Context: an optimization exercise on an open-source flow, tuned for small area, a short achievable clock period and few clock cycles per item. The choices shown serve that exercise and are no tape-out recipe. The RTL was checked by simulation tests, not by an equivalence proof against the original design.

==> module aes_kstail, before the edit <==
module aes_kstail (
    input  wire [31:0]  wsb,
    input  wire         rot,
    input  wire [127:0] p,
    input  wire [127:0] wlo,
    input  wire [255:0] kb,
    input  wire         shift,
    output wire [255:0] y
);
    wire        sel_r = shift && rot;
    wire        sel_n = shift && !rot;
    wire [31:0] t = ({32{sel_r}} & {wsb[23:0], wsb[31:24]}) | ({32{sel_n}} & wsb);
    wire [255:0] base = shift ? {wlo, p} : kb;
    assign y = base ^ {128'd0, t, t, t, t};
endmodule
Settings: LEC_CHECK=0, CAP_MARGIN=20, CORE_MARGIN=2, CORE_UTILIZATION=65, SETUP_SLACK_MARGIN=4, SLEW_MARGIN=20, SYNTH_HIERARCHICAL=1; clock period 10.0 ns.
standard.sh (not shown) runs the stock make flow with config.mk's settings and CLKGATE_MAP_FILE= SYNTH_SCRIPT=/design/flow/synth_recipe.tcl, a recipe that flattens the netlist after the stock synthesis.
==> flow/flow/run.sh <==
#!/bin/bash
# Layout flow: the standard flow (standard.sh) with two changes:
#  - synthesis: ABC maps with flow/abc.script (area-recovering &nf mapping;
#    flow/abc_sbox.script for the S-box module) instead of ORFS's
#    abc_speed.script, without the 3-input xor/xnor cells and without
#    yosys's half/full adder extraction; everything else (synth_recipe.tcl:
#    register mapping, flattening, renaming) is unchanged;
#  - the port buffers are buf_1 cells (buffer_ports -buffer_cell).
# Each tool's log stays under orfs/logs; make's own output is in flow_make.log.
set -euo pipefail
WORK="$(cd "$(dirname "${BASH_SOURCE[0]}")/.." && pwd)"
cd "$WORK"
sed -e "s#SYNTH_SCRIPT=[^ ]*#SYNTH_SCRIPT=$WORK/flow/synth.tcl 'BUFFER_PORTS_ARGS=-buffer_cell sky130_fd_sc_hd__buf_1'#" \
    standard.sh > "$WORK/flow_standard.sh"
grep -q "SYNTH_SCRIPT=$WORK/flow/synth.tcl" "$WORK/flow_standard.sh"
export MY_ABC_SCRIPT="$WORK/flow/abc.script"
export MY_ABC_SBOX_SCRIPT="$WORK/flow/abc_sbox.script"
export FLOW_SYNTH_TCL="$WORK/synth_recipe.tcl"
bash "$WORK/flow_standard.sh" > "$WORK/flow_make.log" 2>&1
==> flow/flow/abc.script <==
&get -n
&st
&dch
&nf
&put
topo
==> flow/flow/abc_sbox.script <==
&get -n
&st
&dch
&nf -R 1000
&put
topo
==> flow/flow/synth.tcl <==
# The standard flow's synthesis script, with ABC's mapping script replaced by
# flow/abc.script (flow/abc_sbox.script for the S-box module), the 3-input
# xor/xnor cells kept out of ABC's mapping, and no half/full adder
# extraction (ABC maps that logic with the rest)
proc abc {args} {
  set i [lsearch -exact $args -script]
  foreach c {xor3_1 xor3_2 xor3_4 xnor3_1 xnor3_2 xnor3_4} {
    lappend args -dont_use sky130_fd_sc_hd__$c
  }
  if {$i < 0} {
    yosys abc {*}$args
    return
  }
  set sbox $args
  lset sbox [expr {$i + 1}] $::env(MY_ABC_SBOX_SCRIPT)
  lset args [expr {$i + 1}] $::env(MY_ABC_SCRIPT)
  yosys abc {*}$sbox aes_sbox
  yosys abc {*}$args * aes_sbox %d
}
proc extract_fa {args} {}
source $::env(FLOW_SYNTH_TCL)
Testbench counts at the start, summed over its fixed seeds: cycles 17,345, items 384.
Next try:
--- a/flow/design.v
+++ b/flow/design.v
@@ -196,13 +196,10 @@
     input  wire [255:0] kb,
     input  wire         shift,
     output wire [255:0] y
 );
-    wire        sel_r = shift && rot;
-    wire        sel_n = shift && !rot;
-    wire [31:0] t = ({32{sel_r}} & {wsb[23:0], wsb[31:24]}) | ({32{sel_n}} & wsb);
-    wire [255:0] base = shift ? {wlo, p} : kb;
-    assign y = base ^ {128'd0, t, t, t, t};
+    wire [31:0] t = rot ? {wsb[23:0], wsb[31:24]} : wsb;
+    assign y = shift ? {wlo, p ^ {t, t, t, t}} : kb;
 endmodule
 module key_cmac (
     input  wire         clk,
     input  wire         rst,
Outcome: Utilization barely changes; worst hold slack gets better by 0.025 ns; non-clock buffer count shrinks by 14; final area hardly moves; wire length grows by 1.3%; synthesized cell count grows by 2.0%; synthesized area stays flat.
Testbench counts after the change, summed over its fixed seeds: cycles 17,345, items 384.

-- static timing again, ports no longer ideal --
How much do the figures lean on ideal ports? The routed layouts below were timed once more, with nothing changed but the port constraints. Step 1 assumes that a clkbuf_16 drives the clock port and a buf_2 every other input. Step 2 also shifts input and output timing later by t, the mid clock arrival at the registers, as if the neighbouring blocks saw the same clock. Slacks: ideal ports / drivers / drivers and shift; pairs: ideal ports / drivers.
| run | t, ns | setup slack, ns | hold WS [ns] |
|---|---|---|---|
| the first run | 0.728 | 3.940 / 3.940 / 3.940 | 0.496 / 0.496 / 0.496 |
| the second run | 0.747 | 3.969 / 3.969 / 3.969 | 0.522 / 0.522 / 0.522 |
After both steps setup and hold are still met in every run listed.
